This design comes from an exercise in tuning for small area, a short achievable clock period and few clock cycles per item on the open sky130 flow, not from production work.
In this exercise RTL edits were held to simulation tests only and were not proved equivalent to the original.
The clock port is modelled as an ideal driver; clocking choices that lean on that would not hold on a real chip.

## flow/design.v (module list and top-level ports; edited modules follow where they fit)
// module scaleg: 931 lines
// module add32: 73 lines
// module bk_add: 40 lines
// module sk_add: 41 lines
// module scale_acc: 82 lines
module scale_acc (
    input  wire        clk,
    input  wire        rst,           
    input  wire        in_valid,
    output wire        in_ready,
    input  wire        in_first,      
    input  wire        in_last,       
    input  wire [31:0] in_bias,
    input  wire [47:0] in_s,
    input  wire [15:0] in_x,
    input  wire [15:0] in_sm,
    input  wire [15:0] in_sx,
    output reg         res_valid,
    output wire [31:0] res_word,
    output wire        res_code_special,
    output wire [7:0]  res_scale_sat,
    output wire [7:0]  res_acc_sat,
    output wire [7:0]  res_flush_zero
);
  // ...
==> flow/flow/run.sh <==
#!/bin/bash
# Layout flow: the standard flow (standard.sh) with these changes.
#  1. After the standard synthesis, polar_fix.py lets full adders absorb the
#     inverters around them (a full adder fed complemented inputs gives
#     complemented outputs); a half adder fed two complemented signals becomes
#     xor2 + nor2. Registers and their names are untouched.
#  2. Ports are buffered with sky130_fd_sc_hd__buf_2 (every port still gets
#     its own buffer).
#  3. After CTS, the flip-flops that drive output ports are upsized
#     (flow/upsize_out.tcl).
# Each tool's output goes to a log file of its own in the work folder.
set -euo pipefail
R=orfs/results/${FLOW_PLATFORM:-sky130hd}/scale_acc/base

bash standard.sh synth > synth.log 2>&1
cp $R/1_2_yosys.v 1_2_yosys.standard.v
python3 flow/polar_fix.py 1_2_yosys.standard.v $R/1_2_yosys.polar.v > polar_fix.log 2>&1
mv $R/1_2_yosys.polar.v $R/1_2_yosys.v
rm -f $R/1_synth.odb $R/1_synth.sdc
bash standard.sh synth > synth_odb.log 2>&1

export BUFFER_PORTS_ARGS="-buffer_cell sky130_fd_sc_hd__buf_2"
export POST_CTS_TCL="$(pwd)/flow/upsize_out.tcl"
bash standard.sh finish > layout.log 2>&1
==> flow/flow/polar_fix.py <==
#!/usr/bin/env python3
"""Rewrite a flat yosys gate netlist (sky130hd) so that full adders absorb inverters.

A full adder is self-dual: FA(~a, ~b, ~c) = (~cout, ~sum). Each fa cell may therefore
be "flipped": it is fed the complements of its inputs and its outputs then carry the
complements of their logical values. A half adder fed two complemented signals is
replaced by xor2 + nor2 of the signals themselves ((~x) ^ (~y) = x ^ y and
(~x) & (~y) = ~(x | y)). A greedy search picks the flips that need the fewest
inverters; the netlist is then rebuilt with one inverter per net that some load needs
complemented. Inverters that drive a module port are kept as they are.

usage: polar_fix.py IN.v OUT.v
"""
import re
import sys
from collections import defaultdict

src = open(sys.argv[1]).read()
inst_re = re.compile(r'^  (sky130_fd_sc_hd__\w+)\s+(\S+)\s*\((.*?)\n  \);\n', re.S | re.M)
pin_re = re.compile(r'\.(\w+)\(([^()]*)\)')

OUTP = {'X', 'Y', 'Q', 'Q_N', 'SUM', 'COUT', 'HI', 'LO'}
cells = []                      # [type, name, [(pin, net)]]
spans = []
for m in inst_re.finditer(src):
    typ, name, body = m.groups()
    pins = [(p, n.strip()) for p, n in pin_re.findall(body)]
    cells.append([typ, name, pins])
    spans.append((m.start(), m.end()))
if not cells:
    sys.exit('no cells found')
head = src[:spans[0][0]]
tail = src[spans[-1][1]:]
between = ''.join(src[spans[i][1]:spans[i + 1][0]] for i in range(len(spans) - 1))
if between.strip():
    sys.exit('unexpected text between cells')

# ports
ports = set()
for m in re.finditer(r'^\s*(input|output)\s+(\[(\d+):(\d+)\]\s+)?(\w+);', head, re.M):
    d, _, hi, lo, nm = m.groups()
    if hi is None:
        ports.add(nm)
    else:
        for b in range(min(int(hi), int(lo)), max(int(hi), int(lo)) + 1):
            ports.add(f'{nm}[{b}]')

isinv = lambda t: t.startswith('sky130_fd_sc_hd__inv_') or t.startswith('sky130_fd_sc_hd__clkinv_')
isfa = lambda t: t.startswith('sky130_fd_sc_hd__fa_')

drv = {}
for i, (t, n, pins) in enumerate(cells):
    for p, net in pins:
        if p in OUTP:
            drv[net] = (i, p)

def removable_inv(i):
    t, n, pins = cells[i]
    return isinv(t) and dict(pins)['Y'] not in ports

def root(net):
    par = 0
    while net in drv and removable_inv(drv[net][0]):
        net = dict(cells[drv[net][0]][2])['A']
        par ^= 1
    return net, par

loads = defaultdict(list)       # root -> [(cell, pin index, parity)]
for i, (t, n, pins) in enumerate(cells):
    if removable_inv(i):
        continue
    for k, (p, net) in enumerate(pins):
        if p in OUTP:
            continue
        r, par = root(net)
        loads[r].append((i, k, par))

# an FA whose output is a port net keeps its polarity
fixed = set()
for i, (t, n, pins) in enumerate(cells):
    if isfa(t) and any(p in OUTP and net in ports for p, net in pins):
        fixed.add(i)

flag = defaultdict(int)
def fdrv(r):
    if r in drv and isfa(cells[drv[r][0]][0]):
        return flag[drv[r][0]]
    return 0

isha = lambda t: t.startswith('sky130_fd_sc_hd__ha_')
ha_in = {}
for i, (t, n, pins) in enumerate(cells):
    if isha(t):
        ha_in[i] = [k for k, (p, _) in enumerate(pins) if p in ('A', 'B')]

def raw_need(i, k):
    r, par = root(cells[i][2][k][1])
    return par ^ fdrv(r) ^ (flag[i] if isfa(cells[i][0]) else 0)

def netcost(r):
    fd = fdrv(r)
    for (i, k, par) in loads[r]:
        if par ^ fd ^ (flag[i] if isfa(cells[i][0]) else 0):
            if i in ha_in and all(raw_need(i, kk) for kk in ha_in[i]):
                continue            # this half adder will be split instead
            return 1
    return 0

touch = defaultdict(set)
for r, ls in loads.items():
    for (i, k, par) in ls:
        touch[i].add(r)
    if r in drv:
        touch[drv[r][0]].add(r)
for i in list(touch):
    if not isfa(cells[i][0]):
        continue
    extra = set()
    for r in touch[i]:
        for (j, k, par) in loads[r]:
            if j in ha_in:
                for kk in ha_in[j]:
                    extra.add(root(cells[j][2][kk][1])[0])
    touch[i] |= extra

fa = [i for i, c in enumerate(cells) if isfa(c[0]) and i not in fixed]
ninv0 = sum(1 for c in cells if isinv(c[0]))
for it in range(20):
    changed = 0
    for i in fa:
        before = sum(netcost(r) for r in touch[i])
        flag[i] ^= 1
        after = sum(netcost(r) for r in touch[i])
        if after < before:
            changed += 1
        else:
            flag[i] ^= 1
    if not changed:
        break

# a half adder fed two complemented signals becomes xor2 + nor2 of the signals
# themselves: (~x) ^ (~y) = x ^ y and (~x) & (~y) = ~(x | y)
def need_of(i, k):
    t, n, pins = cells[i]
    r, par = root(pins[k][1])
    return par ^ fdrv(r) ^ (flag[i] if isfa(t) else 0)
nconv = 0
for i, (t, n, pins) in enumerate(cells):
    if not isha(t):
        continue
    d = dict(pins)
    ka = [k for k, (p, _) in enumerate(pins) if p == 'A'][0]
    kb = [k for k, (p, _) in enumerate(pins) if p == 'B'][0]
    if need_of(i, ka) and need_of(i, kb):
        ra, rb = root(d['A'])[0], root(d['B'])[0]
        # the new cells are fed the roots directly (no inversion needed)
        cells[i] = ['@HA2', n, [('A', ra), ('B', rb), ('COUT', d['COUT']), ('SUM', d['SUM'])]]
        nconv += 1

# rebuild
new_cells = []
inv_of = {}
new_wires = []
def inverted(r):
    if r not in inv_of:
        nm = f'_polinv_{len(inv_of)}_'
        inv_of[r] = nm
        new_wires.append(nm)
        new_cells.append(['sky130_fd_sc_hd__inv_2', f'_polinvc_{len(inv_of)}_', [('A', r), ('Y', nm)]])
    return inv_of[r]

out_cells = []
for i, (t, n, pins) in enumerate(cells):
    if t == '@HA2':
        d = dict(pins)
        out_cells.append(['sky130_fd_sc_hd__xor2_1', f'_polhax_{i}_', [('A', d['A']), ('B', d['B']), ('X', d['SUM'])]])
        out_cells.append(['sky130_fd_sc_hd__nor2_1', f'_polhan_{i}_', [('A', d['A']), ('B', d['B']), ('Y', d['COUT'])]])
        continue
    if removable_inv(i):
        continue
    newpins = []
    for k, (p, net) in enumerate(pins):
        if p in OUTP:
            newpins.append((p, net))
            continue
        r, par = root(net)
        need = par ^ fdrv(r) ^ (flag[i] if isfa(t) else 0)
        newpins.append((p, inverted(r) if need else r))
    out_cells.append([t, n, newpins])
out_cells += new_cells

used = set()
for t, n, pins in out_cells:
    for p, net in pins:
        used.add(re.sub(r'\[\d+\]$', '', net))

# drop declarations of scalar wires no longer used
def keep_decl(line):
    m = re.match(r'^\s*wire\s+(_\w+_);\s*$', line)
    return not (m and m.group(1) not in used)
head_lines = [l for l in head.split('\n') if keep_decl(l)]
head = '\n'.join(head_lines)
head += ''.join(f'  wire {w};\n' for w in new_wires)

def fmt(c):
    t, n, pins = c
    body = ',\n'.join(f'    .{p}({net}{" " if net.startswith(chr(92)) else ""})' for p, net in pins)
    return f'  {t} {n} (\n{body}\n  );\n'

open(sys.argv[2], 'w').write(head + ''.join(fmt(c) for c in out_cells) + tail)
ninv1 = sum(1 for c in out_cells if isinv(c[0]))
print(f'polar_fix: {sum(flag.values())} full adders flipped, {nconv} half adders split; inverters {ninv0} -> {ninv1}')
==> flow/flow/upsize_out.tcl <==
# Hook run after CTS (POST_CTS_TCL): the flip-flops whose outputs feed an
# output port's buffer get the strongest drive of their cell type, then the
# placement is legalised again.
set block [ord::get_db_block]
set n 0
foreach bterm [$block getBTerms] {
  if {[$bterm getIoType] ne "OUTPUT"} { continue }
  set net [$bterm getNet]
  if {$net eq "NULL"} { continue }
  foreach it [$net getITerms] {
    if {![$it isOutputSignal]} { continue }
    foreach bi [[$it getInst] getITerms] {
      if {![$bi isInputSignal]} { continue }
      set n2 [$bi getNet]
      if {$n2 eq "NULL"} { continue }
      foreach d [$n2 getITerms] {
        if {![$d isOutputSignal]} { continue }
        set ff [$d getInst]
        if {[regexp {^sky130_fd_sc_hd__dfxtp_[12]$} [[$ff getMaster] getName]]} {
          replace_cell [$ff getName] sky130_fd_sc_hd__dfxtp_4
          incr n
        }
      }
    }
  }
}
puts "upsize_out: $n flip-flops driving output ports upsized"
detailed_placement
check_placement -verbose
estimate_parasitics -placement
==> flow/standard.sh <==
#!/bin/bash
# synth_recipe.tcl (not shown) runs the flow's synth.tcl, then flattens the netlist and writes it again
# the make line also repeats each setting of config.mk as NAME=value (left out here)
make -C /OpenROAD-flow-scripts/flow DESIGN_CONFIG=/design/flow/config.mk WORK_HOME=/design/flow/orfs CLKGATE_MAP_FILE= SYNTH_SCRIPT=/design/flow/synth_recipe.tcl "${@:-finish}"
==> flow/config.mk <==
export PLATFORM = sky130hd
export DESIGN_NAME = scale_acc
export DESIGN_NICKNAME = scale_acc
export VERILOG_FILES = /design/flow/design.v
export SDC_FILE = /design/flow/constraint.sdc
export NUM_CORES = 4
export LEC_CHECK = 0
export ABC_AREA = 1
export CAP_MARGIN = 60
export CORE_MARGIN = 2
export CORE_UTILIZATION = 65
export PLACE_DENSITY = 0.75
export SLEW_MARGIN = 60
==> flow/constraint.sdc <==
create_clock -name core_clock -period 55.0 [get_ports {clk}]
set_input_delay 11.0000 -clock core_clock [delete_from_list [all_inputs] [get_ports {clk}]]
set_output_delay 11.0000 -clock core_clock [all_outputs]
set_load 0.01 [all_outputs]
==> results by group, run 1 <==
Status
  • Outcome: finished clean

Floorplanning
  • Die Height: 255 um
  • Starting Density: 65.9%

Global route
  • Met2 Usage GRT: 62.8%
  • Vias in the first global route: 39500

Clock network
  • CTS tree: built

Critical path
  • Worst stage delay on the critical path: 360 ps
  • Crit-path max FO: 1
  • CP Capture Point: res_code_special
  • Bufs and invs on worst path: 1

Layout
  • Largest Register: s0
  • Nets: 6529
  • Non-clock buffers: 273
  • Multi-input gate area: 32000 um2

Detailed routing
  • Met3 wire len: 22.6 mm
  • Top Layer Used: met4

Timing
  • RSZ-0062 raised after global routing: false
  • Crit path time final: 12100 ps
  • Final worst setup slack: 42900 ps

Place
  • HPWL after DPL: 107 mm
  • PortBufs: 190

Synthesis
  • Post-synth design cell area: 40800 um2
Testbench counts, summed over its fixed seeds: cycles 26,970, groups 26,946.
==> run 2, diff against run 1 <==
--- a/flow/config.mk
+++ b/flow/config.mk
@@ -6,7 +6,7 @@
 export NUM_CORES = 4
 export LEC_CHECK = 0
 export ABC_AREA = 1
-export CAP_MARGIN = 60
+export CAP_MARGIN = 20
 export CORE_MARGIN = 2
 export CORE_UTILIZATION = 65
 export PLACE_DENSITY = 0.75
==> results by group, run 2 <==
Critical path
  • Family with the most delay on the worst path: flip-flops
  • CP max stage cell: edfxtp_1
  • Setup crit start kind: flip-flop
  • R2R depth: 49
  • R2R setup slack: 43570 ps
  • CP Data Arrival Time: 1100 ps
  • Critical path type: reg -> out
  • CP Capture Type: primary output
  • CP cell instances: buf_2
  • Critical R2R Launch: sm0[1]
  • WP data required: 44000 ps
  • Worst stage delay on the critical path: 360 ps (about the same)
  • Worst r2r dst: g1[23]
  • Bufs and invs on worst path: 1 (unchanged)
  • Crit-path max FO: 1 (unchanged)

Flow run
  • Max_cap viols: 0

Layout
  • Filler cells: 5338
  • Share of cells above drive strength 1: 22.0%
  • Nets: 6529 (unchanged)
  • Largest Register: s0
  • Most common cell after layout, fill and taps aside: nand2_1
  • Largest register FFs: 48
  • Layout area overhead: 7.36%
  • Most frequent cells in the layout: nand2_1, inv_2, nand3_1

Worst hold path
  • Min-Delay Endpoint: code_special
  • WHS Path Cells: 0
  • Hold Startpoint: bs1
  • Hold Crit Class: reg -> reg

Place
  • PortBufs: 190 (unchanged)
  • RePlAce Congestion: 1.05
  • Pre-CTS setup slack: 43470 ps
  • HPWL after DPL: 107 mm (unchanged)

Timing
  • Tcrit/Tclk final: 22.0%
  • Slew headroom: 51.3%
  • Final Hold Viols: 0
  • Max Freq: 0.0827 GHz
  • RSZ-0062 raised after global routing: false
  • Clk_skew: 32.7 ps
  • Fin. max-slew vios: 0
  • Crit path time final: 12100 ps (unchanged)
  • Endpoints failing setup: 0
  • Final worst setup slack: 42900 ps (unchanged)
  • TNS Setup: 0 ps
  • Tightest Pin Transition: 729 ps

Global route
  • GR Overflow Total: 0
  • Largest net degree at the start of global routing: 92
  • First-pass GRT wire length: 220 mm
  • Antenna violations before repair: 3
  • Vias in the first global route: 39500 (unchanged)
  • Total GRT Usage: 43.8%

Synthesis
  • Post-synth design cell area: 40800 um2 (unchanged)
  • Synthesized instance count: 5802
  • Ys Warns: 6
  • Mean post-synth cell area: 7.03 um2
  • Synth Net Count: 6542

Detailed routing
  • Detailed Route Iter0 Violations: 5318
  • DRT antenna net count: 0
  • WL final: 144 mm
  • Via/cell ratio: 6.33
  • First-pass DRT Iterations: 9
  • Residual DRC: 0
  • Via count: 42100
  • Post-detailed-route wirelength per cell: 21.7 um

Clock network
  • Reg clk slew, reported paths: 60 ps
  • Clock sinks: 258
  • Clock Latency Late Sink: 610 ps
  • CTS tree: built

Floorplanning
  • Starting Density: 65.9% (unchanged)
  • I/O pins: 192
  • Die X: 255 um
  • Die Height: 255 um (unchanged)
  • Die area: 64800 um2
  • Core Region: 61900 um2
  • FP Rows: 91

Status
  • Outcome: finished clean
==> run 2: cell type report <==
cell class                 instances  area [um2]  share of cell area (%)
multi-input combinational       4525       32000                    73.1
sequential                       258        5410                    12.3
inverter                         702        2640                    6.04
timing repair buffer             273        1690                    3.85
tap                              837        1050                    2.39
clock buffer                      35         758                    1.73
clock inverter                    19         241                   0.551
antenna                            4        10.0                  0.0229
==> run 2: stage by stage <==
step	instances	util [%]	instance area [um2]	hold WS [ps]
6_report	6653	70.7	43800	407
3_5_place_dp	6592	68.6	42500	395
2_1_floorplan	5802	-	40800	386
5_1_grt	6651	70.7	43800	412
3_3_place_gp	6584	68.0	42100	393
==> run 2: metal layers <==
layer	share of wire, %	global-route usage, %
met1	39	58.9
met2	41	62.8
met3	16	17.4
met4	4.8	17.5
met5	0	0
==> run 2: worst reg2reg max path: cells and delay by family, from the launching register on <==
kind / cells / cell delay, ps
AND/OR/NAND/NOR: 23 / 3980
adder cells (fa/ha/maj): 7 / 3010
AO/OA/AOI/OAI: 9 / 1800
buffers and inverters: 6 / 1210
XOR/XNOR: 4 / 810
flip-flops: 1 / 490
==> run 2: how the worst max path moves through the flow <==
stage	startpoint	endpoint	slack [ps]	cells after the start
floorplan	code_special	res_code_special	43610	0
global placement	g1[23]	acc[0]	42890	53
detailed placement	fz_cnt[2]	res_flush_zero[2]	43470	1
global route	g1[23]	acc[0]	42600	59
finish	code_special	res_code_special	42900	1
==> run 3, diff against run 2 <==
--- a/flow/config.mk
+++ b/flow/config.mk
@@ -6,8 +6,8 @@
 export NUM_CORES = 4
 export LEC_CHECK = 0
 export ABC_AREA = 1
-export CAP_MARGIN = 20
+export CAP_MARGIN = 50
 export CORE_MARGIN = 2
 export CORE_UTILIZATION = 65
 export PLACE_DENSITY = 0.75
-export SLEW_MARGIN = 60
+export SLEW_MARGIN = 50
==> results by group, run 3 <==
Critical path
  • Setup crit start kind: flip-flop
  • Crit-path max FO: 3 (+2)
  • Worst r2r dst: acc[17]
  • Worst stage delay on the critical path: 370 ps (about the same)
  • Family with the most delay on the worst path: flip-flops
  • CP cell instances: buf_2
  • WP data required: 44000 ps (about the same)
  • CP Capture Type: primary output
  • Critical path type: reg -> out
  • Critical R2R Launch: g1[23]
  • CP Data Arrival Time: 1150 ps (+50 ps)
  • R2R depth: 59 (+20%)
  • R2R setup slack: 43100 ps (-470 ps)
  • Bufs and invs on worst path: 1 (unchanged)
  • CP max stage cell: dfxtp_4

Detailed routing
  • Via/cell ratio: 6.31 (-0.29%)
  • First-pass DRT Iterations: 9 (unchanged)
  • Post-detailed-route wirelength per cell: 21.6 um (-0.54%)
  • Via count: 42000 (-0.36%)
  • WL final: 143 mm (-0.61%)
  • DRT antenna net count: 0 (unchanged)
  • Detailed Route Iter0 Violations: 5367 (+0.92%)
  • Residual DRC: 0 (unchanged)

Timing
  • Tightest Pin Transition: 860 ps (+131 ps)
  • Fin. max-slew vios: 0 (unchanged)
  • Final Hold Viols: 0 (unchanged)
  • Tcrit/Tclk final: 22.1% (+0.090 points)
  • Clk_skew: 63.4 ps (+30.7 ps)
  • Slew headroom: 42.5% (-8.8 points)
  • Max Freq: 0.0823 GHz (-0.41%)
  • Endpoints failing setup: 0 (unchanged)
  • Hold slack: 409 ps (+2.21 ps)
  • Crit path time final: 12150 ps (+49.3 ps)
  • Final worst setup slack: 42850 ps (-49.3 ps)
  • TNS Setup: 0 ps (unchanged)
  • RSZ-0062 raised after global routing: false

Place
  • HPWL after DPL: 107 mm (-0.56%)
  • RePlAce Congestion: 1.05 (unchanged)
  • PortBufs: 190 (unchanged)
  • Placed inst area: 42300 um2 (-0.50%)
  • Pre-CTS setup slack: 43390 ps (-76.8 ps)

Global route
  • GR Overflow Total: 0 (unchanged)
  • Antenna violations before repair: 4 (+1)
  • Vias in the first global route: 39500 (-0.10%)
  • Largest net degree at the start of global routing: 92 (unchanged)
  • First-pass GRT wire length: 220 mm (-0.10%)
  • Total GRT Usage: 43.8% (about the same)

Worst hold path
  • Hold Crit Class: reg -> reg
  • Min-Delay Endpoint: code_special
  • WHS Path Cells: 0 (unchanged)
  • Hold Startpoint: bs1

Floorplanning
  • Die Height: 255 um (unchanged)
  • FP Rows: 91 (unchanged)
  • Core Region: 61900 um2 (unchanged)
  • I/O pins: 192 (unchanged)
  • Die X: 255 um (unchanged)
  • Die area: 64800 um2 (unchanged)
  • Starting Density: 65.9% (unchanged)

Status
  • Outcome: finished clean

Layout
  • Most frequent cells in the layout: nand2_1, inv_2, nand3_1
  • Layout area overhead: 6.56%
  • Most common cell after layout, fill and taps aside: nand2_1
  • Share of cells above drive strength 1: 21.4% (-0.57 points)
  • Filler cells: 5379 (+0.77%)
  • Largest register FFs: 48 (unchanged)
  • Final instance area: 43500 um2 (-0.75%)
  • Nets: 6520 (-0.14%)
  • Largest Register: s0

Synthesis
  • Ys Warns: 6 (unchanged)
  • Mean post-synth cell area: 7.03 um2 (unchanged)
  • Post-synth design cell area: 40800 um2 (unchanged)
  • Synthesized instance count: 5802 (unchanged)
  • Synth Net Count: 6542 (unchanged)

Clock network
  • Reg clk slew, reported paths: 60 ps (about the same)
  • Clock Latency Late Sink: 630 ps (+20 ps)
  • CTS tree: built
  • Clock sinks: 258 (unchanged)

Flow run
  • Max_cap viols: 0 (unchanged)
[run 3: worst max-delay path by stage]
stage | startpoint | end | slack (ps) | cells past startpoint
floorplan | code_special | res_code_special | 43610 | 0
detailed placement | g1[23] | acc[14] | 43390 | 59
finish | ss_cnt[5] | res_scale_sat[5] | 42850 | 1
global placement | g1[23] | acc[0] | 42890 | 53
global route | g1[23] | acc[17] | 41980 | 59
[run 3: layout make-up]
cell class	count	area (um2)	share of cell area, %
Sequential cell	258	5400	12.4
Timing Repair Buffer	265	1560	3.58
Clock buffer	36	741	1.70
Multi-Input combinational cell	4525	31900	73.3
Tap cell	837	1050	2.41
Inverter	702	2640	6.07
Clock inverter	16	180	0.414
Antenna cell	9	22.5	0.0518
[run 3: routing by layer]
| layer | wire, um | global-route usage, % | vias up |
|---|---|---|---|
| li1 | - | - | 19100 |
| met1 | 56200 | 58.3 | 19500 |
| met2 | 58100 | 62.7 | 2800 |
| met3 | 22000 | 17.7 | 550 |
| met4 | 7050 | 18.5 | 2 |
| met5 | 65 | 0 | - |
[run 3: stage by stage]
stage               instances  util (%)
floorplan                5802         -
global placement         6584      68.0
detailed placement       6586      68.2
global route             6641      70.2
finish                   6648      70.2

[re-timing with driven ports]
Ports are ideal in the flow. The routed layouts listed here were re-timed in OpenROAD.
Step 1 (the two cells are an assumption about what drives the block):
set clk [get_ports {clk}]
set_driving_cell -lib_cell sky130_fd_sc_hd__clkbuf_16 $clk
set_driving_cell -lib_cell sky130_fd_sc_hd__buf_2 [delete_from_list [all_inputs] $clk]
Step 2 adds t to the input delays and takes it off the output delays; t is the mean of the earliest and latest rising clock arrival at the registers after step 1. Input paths then give back, and output paths get back, about the clock's delay inside the block.
Three values: no drivers, after step 1, after step 2; two values: the first two.
run	shift t [ns]	setup slack, ns	worst hold slack (ns)	slew at the worst register clock pin (ns)	worst data-port slew with drivers (ns)
run 1	0.667	42.904 / 42.835 / 43.502	0.407 / 0.407 / 0.407	0.07 / 0.07	0.08
run 2	0.667	42.904 / 42.835 / 43.502	0.407 / 0.407 / 0.407	0.07 / 0.07	0.08
run 3	0.666	42.854 / 42.788 / 43.097	0.409 / 0.409 / 0.409	0.08 / 0.08	0.08
After both steps every run listed still meets setup and hold.
